What follows belongs to an exercise in optimizing a design on an open flow for small area, a short achievable clock period and few clock cycles; a production flow would make more cautious choices.
At most, simulation tests tie the RTL to the original design; equivalence was not proved.

job 463:
// corr_channel
module corr_channel (
    input  wire        clk,
    input  wire        rst,
    input  wire        cfg_valid,
    output wire        cfg_ready,
    input  wire [35:0] cfg_fcw,
    input  wire [35:0] cfg_phi,
    input  wire [35:0] cfg_cfw,
    input  wire [35:0] cfg_frac,
    input  wire [3:0]  cfg_de,
    input  wire [3:0]  cfg_dv,
    input  wire [23:0] cfg_nsamp,
    input  wire        s_valid,
    output wire        s_ready,
    input  wire        s_x,
    input  wire [3:0]  s_i,
    input  wire [3:0]  s_q,
    input  wire        chip,
    output wire        chip_take,
    output wire        res_valid,
    output wire [31:0] res_ve_i,
    output wire [31:0] res_ve_q,
    output wire [31:0] res_e_i,
    output wire [31:0] res_e_q,
    output wire [31:0] res_p_i,
    output wire [31:0] res_p_q,
    output wire [31:0] res_l_i,
    output wire [31:0] res_l_q,
    output wire [31:0] res_vl_i,
    output wire [31:0] res_vl_q,
    output wire [23:0] res_used,
    output wire        res_range
);
Settings: LEC_CHECK=0, CAP_MARGIN=20, CORE_MARGIN=2, CORE_UTILIZATION=60, PLACE_DENSITY=0.7, SLEW_MARGIN=20; clock period 13.0 ns.
standard.sh (not shown) runs the stock make flow with config.mk's settings and CLKGATE_MAP_FILE= SYNTH_SCRIPT=/design/flow/synth_recipe.tcl, a recipe that flattens the netlist after the stock synthesis.
==> flow/flow/run.sh <==
#!/bin/bash
# Standard layout with plain buffers (buf_1) on the ports, and timing repair
# aimed well below the 13 ns constraint (setup margin), so that the resizer
# shortens the paths that set the achieved period.
set -euo pipefail
export BUFFER_PORTS_ARGS="-buffer_cell sky130_fd_sc_hd__buf_1"
export SETUP_SLACK_MARGIN=8.6
bash standard.sh finish > flow.log 2>&1
Completing all stages was not enough for job 463: its layout failed the final checks because of max-slew violations.
Testbench counts of job 463, summed over its fixed seeds: cycles 122,042.
Here is what was changed in the inputs of job 9183 compared with job 463.
# job 463
export LEC_CHECK = 0
export CAP_MARGIN = 20
export CORE_MARGIN = 2
export CORE_UTILIZATION = 60
export PLACE_DENSITY = 0.7
export SLEW_MARGIN = 20
create_clock -name core_clock -period 13.0 [get_ports {clk}]
# job 9183
export LEC_CHECK = 0
export CAP_MARGIN = 20
export CORE_MARGIN = 2
export CORE_UTILIZATION = 55
export CTS_CLUSTER_DIAMETER = 70
export CTS_CLUSTER_SIZE = 30
export PLACE_DENSITY = 0.7
export SLEW_MARGIN = 30
create_clock -name core_clock -period 13.0 [get_ports {clk}]
-- flow/flow/run.sh --
<<< job 463, line 6
export BUFFER_PORTS_ARGS="-buffer_cell sky130_fd_sc_hd__buf_1"
export SETUP_SLACK_MARGIN=8.6
bash standard.sh finish > flow.log 2>&1
>>> job 9183, line 6
export BUFFER_PORTS_ARGS="-buffer_cell sky130_fd_sc_hd__buf_1"
export SETUP_SLACK_MARGIN=8.9
bash standard.sh finish > flow.log 2>&1
Results
Job 9183: PASS, flow complete, no timing, DRC or antenna violations. In the reports for job 463 and job 9183, the smaller clock period minus worst slack belongs to job 9183. Lower core utilization among job 463 and job 9183: job 9183. Compared to job 463, job 9183 has data-path buffer share of cell area in the final layout 0.44 points higher. Comparing job 9183 against job 463, there is no change at all in total of endpoints with negative setup slack in the final report. Summary of job 9183 over job 463: count of clock-buffer cells in the layout dropped 51%, global-route total usage across every layer lower, number of resized instances in the post-cts repair step picked up an extra 14.
## Diff of input files: job 5114 against job 9183
# job 9183
export LEC_CHECK = 0
export CAP_MARGIN = 20
export CORE_MARGIN = 2
export CORE_UTILIZATION = 55
export CTS_CLUSTER_DIAMETER = 70
export CTS_CLUSTER_SIZE = 30
export PLACE_DENSITY = 0.7
export SLEW_MARGIN = 30
create_clock -name core_clock -period 13.0 [get_ports {clk}]
# job 5114
export LEC_CHECK = 0
export CAP_MARGIN = 20
export CORE_MARGIN = 2
export CORE_UTILIZATION = 60
export CTS_BUF_LIST = sky130_fd_sc_hd__clkbuf_8
export PLACE_DENSITY = 0.7
export SLEW_MARGIN = 20
create_clock -name core_clock -period 13.0 [get_ports {clk}]
==> comparison <==
Job 9183 finished end to end and its layout was clean on timing, DRC and antenna. | job 5114 | all stages done | FAIL | max-slew violations |. Of job 5114 and job 9183, the run reporting the higher worst setup slack was job 9183. Compared with job 9183, in job 5114 share of cell area taken by multi-input logic gates lower, share of cell area taken by flip-flops and latches lower, largest net degree at the start of global routing higher. Compared with job 9183, in job 5114 total routed wirelength went down by about 1%, number of antenna violations at the first check in global routing went down by 3. Looking only at starting density of the core, and setting everything else aside, the higher value of job 5114 and job 9183 goes to job 5114. Going from job 9183 to job 5114, first-pass GRT wire length shrinks by 0.98%.
Here is what was changed in the inputs of job 5106 compared with job 5114.
# job 5114
export LEC_CHECK = 0
export CAP_MARGIN = 20
export CORE_MARGIN = 2
export CORE_UTILIZATION = 60
export CTS_BUF_LIST = sky130_fd_sc_hd__clkbuf_8
export PLACE_DENSITY = 0.7
export SLEW_MARGIN = 20
create_clock -name core_clock -period 13.0 [get_ports {clk}]
# job 5106
export LEC_CHECK = 0
export CAP_MARGIN = 20
export CORE_MARGIN = 2
export CORE_UTILIZATION = 40
export PLACE_DENSITY = 0.6
export SLEW_MARGIN = 20
create_clock -name core_clock -period 13.0 [get_ports {clk}]
--- outcome ---
- Among job 5114 and job 5106, a clean, completed layout was produced by job 5106 alone.
- The later-pin clock latency in the skew report number comes out higher for job 5114 vs job 5106.
- Job 5114 → job 5106: layout buffering overhead excluding clock cells has remained practically unchanged, non-clock buffer count has increased, filler-free cell count of the finished design has increased.
- [compare] base=job 5114 new=job 5106: mean number of vias per cell has decreased; area taken by flip-flops and latches now sits at about the same level; clock buffer count in the final layout shows a reduction of about 22%.
- Job 5106 against job 5114: achievable frequency held steady; setup slack held steady.
For job 793, these inputs were changed with respect to job 5106:
# job 5106
export LEC_CHECK = 0
export CAP_MARGIN = 20
export CORE_MARGIN = 2
export CORE_UTILIZATION = 40
export PLACE_DENSITY = 0.6
export SLEW_MARGIN = 20
create_clock -name core_clock -period 13.0 [get_ports {clk}]
# job 793
export LEC_CHECK = 0
export CAP_MARGIN = 20
export CORE_MARGIN = 2
export CORE_UTILIZATION = 55
export CTS_CLUSTER_DIAMETER = 80
export CTS_CLUSTER_SIZE = 34
export PLACE_DENSITY = 0.7
export SLEW_MARGIN = 30
create_clock -name core_clock -period 13.0 [get_ports {clk}]
[summary]
Job 793 ended with every stage complete and zero timing, DRC or antenna violations. From job 5106 to job 793 the numbers moved as follows: final cell count moved down; die area moved down.

## the previous run
Another version of the RTL of corr_channel (not shown whole).
Size: roughly 660 flip-flops, about 540 I/O pins, about 0.042 sq mm of cells after synthesis.
// corr_channel
module corr_channel (
    input  wire        clk,
    input  wire        rst,
    input  wire        cfg_valid,
    output wire        cfg_ready,
    input  wire [35:0] cfg_fcw,
    input  wire [35:0] cfg_phi,
    input  wire [35:0] cfg_cfw,
    input  wire [35:0] cfg_frac,
    input  wire [3:0]  cfg_de,
    input  wire [3:0]  cfg_dv,
    input  wire [23:0] cfg_nsamp,
    input  wire        s_valid,
    output wire        s_ready,
    input  wire        s_x,
    input  wire [3:0]  s_i,
    input  wire [3:0]  s_q,
    input  wire        chip,
    output wire        chip_take,
    output wire        res_valid,
    output wire [31:0] res_ve_i,
    output wire [31:0] res_ve_q,
    output wire [31:0] res_e_i,
    output wire [31:0] res_e_q,
    output wire [31:0] res_p_i,
    output wire [31:0] res_p_q,
    output wire [31:0] res_l_i,
    output wire [31:0] res_l_q,
    output wire [31:0] res_vl_i,
    output wire [31:0] res_vl_q,
    output wire [23:0] res_used,
    output wire        res_range
);
  reg        rdy;         
  reg        wact;        
  reg        s_rdy;
  reg        si_v;        
  reg        si_x;
  reg  [3:0] si_i, si_q;
  reg [35:0] fcw, cfw, phase, frac;
  reg  [3:0] de, dv;
  reg [23:0] rem;         
  reg        rem1;        
  reg        fresh;       
  reg  [6:0] q;
  reg  [2:0] occ;
  reg        take;
  reg        cfg_ready_q, s_ready_q, take_q;    
  wire s_fire = s_valid & s_rdy;
  wire nv     = si_v & wact & !fresh;  
  wire lastn  = nv & rem1;
  wire [35:0] frac_sum, phase_sum;
  wire        carry, unused_co;
  add_bk #(36) u_frac  (.a(frac),  .b(cfw), .ci(1'b0), .s(frac_sum),  .co(carry));
  add_bk #(36) u_phase (.a(phase), .b(fcw), .ci(1'b0), .s(phase_sum), .co(unused_co));
  wire        pop3     = lastn;
  wire        pop1     = nv & !rem1 & carry;
  wire [6:0] q_sh  = pop3 ? {3'b000, q[6:3]} : pop1 ? {1'b0, q[6:1]} : q;
  wire [2:0] occ_p = occ - (pop3 ? 3'd3 : pop1 ? 3'd1 : 3'd0);
  wire [2:0] occ_n = occ_p + {2'b00, take};
  reg  [6:0] q_n;
  integer j;
  always @(*) begin
    q_n = q_sh;
    for (j = 0; j < 7; j = j + 1)
      if (take && occ_p == j) q_n[j] = chip;
  end
  ...
export LEC_CHECK = 0
export CAP_MARGIN = 20
export CORE_MARGIN = 2
export CORE_UTILIZATION = 40
export PLACE_DENSITY = 0.6
export SLEW_MARGIN = 20
create_clock -name core_clock -period 13.0 [get_ports {clk}]
==> flow/flow/run.sh <==
#!/bin/bash
# Standard layout, with plain buffers (buf_1) on the ports instead of the
# delay-cell buffers buffer_ports picks by default.
set -euo pipefail
export BUFFER_PORTS_ARGS="-buffer_cell sky130_fd_sc_hd__buf_1"
bash standard.sh finish > flow.log 2>&1
Edits applied to the flow inputs when going from the previous run to the current run:
==> flow/run.sh (new file) <==
#!/bin/bash
# synth_recipe.tcl (not shown) runs the flow's synth.tcl, then flattens the netlist and writes it again
# the make line also repeats each setting of config.mk as NAME=value (left out here)
make -C /OpenROAD-flow-scripts/flow DESIGN_CONFIG=/design/flow/config.mk WORK_HOME=/design/flow/orfs CLKGATE_MAP_FILE= SYNTH_SCRIPT=/design/flow/synth_recipe.tcl finish
removed: flow/flow/run.sh
removed: flow/standard.sh
==> results.txt <==
- Having completed the whole flow, the current run delivered a layout that passed the timing, design-rule and antenna checks.
- Diff the previous run -> the current run: utilization now larger, adder and majority cell fraction of the synthesized area comparable, actual slew at the worst max-slew pin now larger.
No run of this note included a check of the RTL's function; only the layout flow was run.

RTL: one of the versions met above, not the one the previous note started from.
For scale: ~4700 cells after synthesis, about 660 flip-flops, ~540 I/O pins.
clock: 13.0 ns
lec_check: 0
cap_margin: 20
core_margin: 2
core_utilization: 60
place_density: 0.7
slew_margin: 20
==> flow/flow/run.sh <==
#!/bin/bash
# Standard layout with plain buffers (buf_1) on the ports, and timing repair
# aimed well below the 13 ns constraint (setup margin), so that the resizer
# shortens the paths that set the achieved period.
set -euo pipefail
export BUFFER_PORTS_ARGS="-buffer_cell sky130_fd_sc_hd__buf_1"
export SETUP_SLACK_MARGIN=8.9
bash standard.sh finish > flow.log 2>&1
The first run went through all stages and came out clean.
Testbench counts at the start, summed over its fixed seeds: cycles 122,042.
Then changed:
--- a/flow/config.mk
+++ b/flow/config.mk
@@ -10,2 +10,4 @@
 export CORE_UTILIZATION = 60
+export CTS_CLUSTER_DIAMETER = 60
+export CTS_CLUSTER_SIZE = 25
 export PLACE_DENSITY = 0.7
After rerunning:
- The new run ran to the end with violations: slew limit
- hold slack is worse by 0.015 ns
- non-clock buffer count goes up by 3
- global-route usage goes down by 0.29 points
- worst setup slack is worse by 0.016 ns
- routed wire length hardly moves
- area after synthesis stays the same

corr_channel, a different RTL version from the one above (not shown whole).
Size: about 540 I/O pins, about 42,000 sq um of cells after synthesis.
export LEC_CHECK = 0
export CAP_MARGIN = 20
export CORE_MARGIN = 2
export CORE_UTILIZATION = 40
export PLACE_DENSITY = 0.6
export SLEW_MARGIN = 20
create_clock -name core_clock -period 13.0 [get_ports {clk}]
==> flow/flow/run.sh <==
#!/bin/bash
# Standard layout, with plain buffers (buf_1) on the ports instead of the
# delay-cell buffers buffer_ports picks by default.
set -euo pipefail
export BUFFER_PORTS_ARGS="-buffer_cell sky130_fd_sc_hd__buf_1"
bash standard.sh finish > flow.log 2>&1
Edit:
==> flow/run.sh (new file) <==
#!/bin/bash
# synth_recipe.tcl (not shown) runs the flow's synth.tcl, then flattens the netlist and writes it again
# the make line also repeats each setting of config.mk as NAME=value (left out here)
make -C /OpenROAD-flow-scripts/flow DESIGN_CONFIG=/design/flow/config.mk WORK_HOME=/design/flow/orfs CLKGATE_MAP_FILE= SYNTH_SCRIPT=/design/flow/synth_recipe.tcl finish
removed: flow/flow/run.sh
removed: flow/standard.sh
Setup slack gets better by 330 ps. Via count is about the same. Utilization rose by 3.2 points. Non-clock buffer count fell by 9.
Function was not checked in any run of this note: the RTL went through the layout flow alone.

## TR
Another version of the RTL of corr_channel (not shown whole).
Size: roughly 650 flip-flops, about 540 I/O pins.
export LEC_CHECK = 0
export CAP_MARGIN = 20
export CORE_MARGIN = 2
export CORE_UTILIZATION = 40
export PLACE_DENSITY = 0.6
export SLEW_MARGIN = 20
create_clock -name core_clock -period 13.0 [get_ports {clk}]
==> flow/flow/run.sh <==
#!/bin/bash
# Standard layout, with plain buffers (buf_1) on the ports instead of the
# delay-cell buffers buffer_ports picks by default.
set -euo pipefail
export BUFFER_PORTS_ARGS="-buffer_cell sky130_fd_sc_hd__buf_1"
bash standard.sh finish > flow.log 2>&1
Input-level comparison between MS and TR:
==> flow/run.sh (new file) <==
#!/bin/bash
# synth_recipe.tcl (not shown) runs the flow's synth.tcl, then flattens the netlist and writes it again
# the make line also repeats each setting of config.mk as NAME=value (left out here)
make -C /OpenROAD-flow-scripts/flow DESIGN_CONFIG=/design/flow/config.mk WORK_HOME=/design/flow/orfs CLKGATE_MAP_FILE= SYNTH_SCRIPT=/design/flow/synth_recipe.tcl finish
removed: flow/flow/run.sh
removed: flow/standard.sh
Diff TR -> MS: final count of negative-setup-slack endpoints ~0 delta; clock skew lost 0.0057 ns; register-to-register slack lower; total clock buffers created by CTS up 1.3%. MS ended up with a higher final routed wirelength across all metal layers than TR did. MS gives more weighted congestion at the end of routability-driven global placement than TR did. Core utilization, TR and MS: higher on MS. Summary — slew at the pin closest to its max-slew limit, MS relative to TR: lower, by 0.24 ns. Final worst-path cycle share, TR and MS, lower one = TR.
Function was not checked in any run of this note: the RTL went through the layout flow alone.

oak:
Another version of the RTL of corr_channel (not shown whole).
For scale: about 4400 cells after synthesis, ~660 flip-flops, ~540 I/O pins.
export LEC_CHECK = 0
export CAP_MARGIN = 20
export CORE_MARGIN = 2
export CORE_UTILIZATION = 60
export PLACE_DENSITY = 0.7
export SLEW_MARGIN = 20
create_clock -name core_clock -period 13.0 [get_ports {clk}]
==> flow/flow/run.sh <==
#!/bin/bash
# Standard layout with plain buffers (buf_1) on the ports, and timing repair
# aimed well below the 13 ns constraint (setup margin), so that the resizer
# shortens the paths that set the achieved period.
set -euo pipefail
export BUFFER_PORTS_ARGS="-buffer_cell sky130_fd_sc_hd__buf_1"
export SETUP_SLACK_MARGIN=9.2
bash standard.sh finish > flow.log 2>&1
oak ran to completion and came out clean on the timing, design-rule and antenna checks.
Here is what was changed in the inputs of pine compared with oak.
Settings: a change of CORE_UTILIZATION from 60 to 40; a change of PLACE_DENSITY from 0.7 to 0.6.
==> comparison <==
- pine: all stages complete, timing, DRC and antenna checks passed
- Diff oak -> pine | maximum frequency | down slightly
- pine against oak: met3 routing resource usage after global routing moved down, worst path buffer plus inverter count moved up, ratio of routed vias to standard cells moved down, area enclosed by the die boundary moved up.
- From oak to pine, simple logic cell fraction of the synthesized area did not move at all.
- Diff oak and pine: portion of the clock cycle consumed by the worst path in the final layout higher in pine
- pine against oak: global-route usage has decreased.
- pine ended up with a lower share of cell area taken by flip-flops and latches than oak did.
> inputs changed (pine -> birch)
diff --git a/flow/flow/run.sh b/flow/flow/run.sh
--- a/flow/flow/run.sh
+++ b/flow/flow/run.sh
@@ -6,3 +6,3 @@
 export BUFFER_PORTS_ARGS="-buffer_cell sky130_fd_sc_hd__buf_1"
-export SETUP_SLACK_MARGIN=9.2
+export SETUP_SLACK_MARGIN=8.9
 bash standard.sh finish > flow.log 2>&1
==> comparison <==
- Diff pine -> birch: number of hold violations in the final report level.
- Re combined buffer and inverter count along the critical path: no difference whatsoever between birch and pine.
- Final cell area: birch below pine
- birch vs. pine: slew at the pin closest to its max-slew limit lost 0.16 ns, period utilization picked up an extra 0.22 points.
No run of this note included a check of the RTL's function; only the layout flow was run.

afterwards: timing with drivers on the ports:
The results above use ideal ports. As a check the final layouts listed here were re-extracted and re-timed, cells and wires unchanged.
Step 1 sets driving cells, clkbuf_16 on the clock port and buf_2 on the other inputs (assumed; they add their load-dependent delay and slew).
Step 2 moves the port delays by t, midway between the first and last clock arrival at a register: inputs arrive t later, outputs are due t later. That takes back most of the time a late clock gives input paths.
Three values: ideal, step 1, step 2; two values: the first two.
run | t (ns) | setup slack, ns | worst slew at a driven data input, ns | cell pins on the clock port's net
job 463 | 0.684 | 8.842 / 8.806 / 8.842 | 0.11 | 1
job 9183 | 0.673 | 8.992 / 8.924 / 9.071 | 0.11 | 1
job 5114 | 0.790 | 8.962 / 8.897 / 9.049 | 0.12 | 1
job 5106 | 0.728 | 8.962 / 8.896 / 9.095 | 0.13 | 1
job 793 | 0.683 | 8.988 / 8.918 / 9.079 | 0.11 | 1
the previous run | 0.731 | 7.524 / 7.524 / 7.524 | 0.11 | 1
the current run | 0.719 | 7.532 / 7.532 / 7.532 | 0.12 | 1
the first run of note 3 | 0.683 | 8.996 / 8.927 / 9.040 | 0.11 | 1
the second run of note 3 | 0.691 | 8.979 / 8.911 / 9.036 | 0.11 | 1
the first run of note 4 | 0.702 | 7.134 / 7.134 / 7.134 | 0.12 | 1
the second run of note 4 | 0.710 | 7.469 / 7.469 / 7.469 | 0.09 | 1
TR | 0.712 | 7.730 / 7.730 / 7.730 | 0.10 | 1
MS | 0.719 | 7.687 / 7.687 / 7.687 | 0.12 | 1
oak | 0.686 | 9.032 / 9.032 / 9.032 | 0.11 | 1
pine | 0.712 | 8.967 / 8.967 / 8.967 | 0.10 | 1
birch | 0.710 | 8.939 / 8.873 / 8.959 | 0.12 | 1
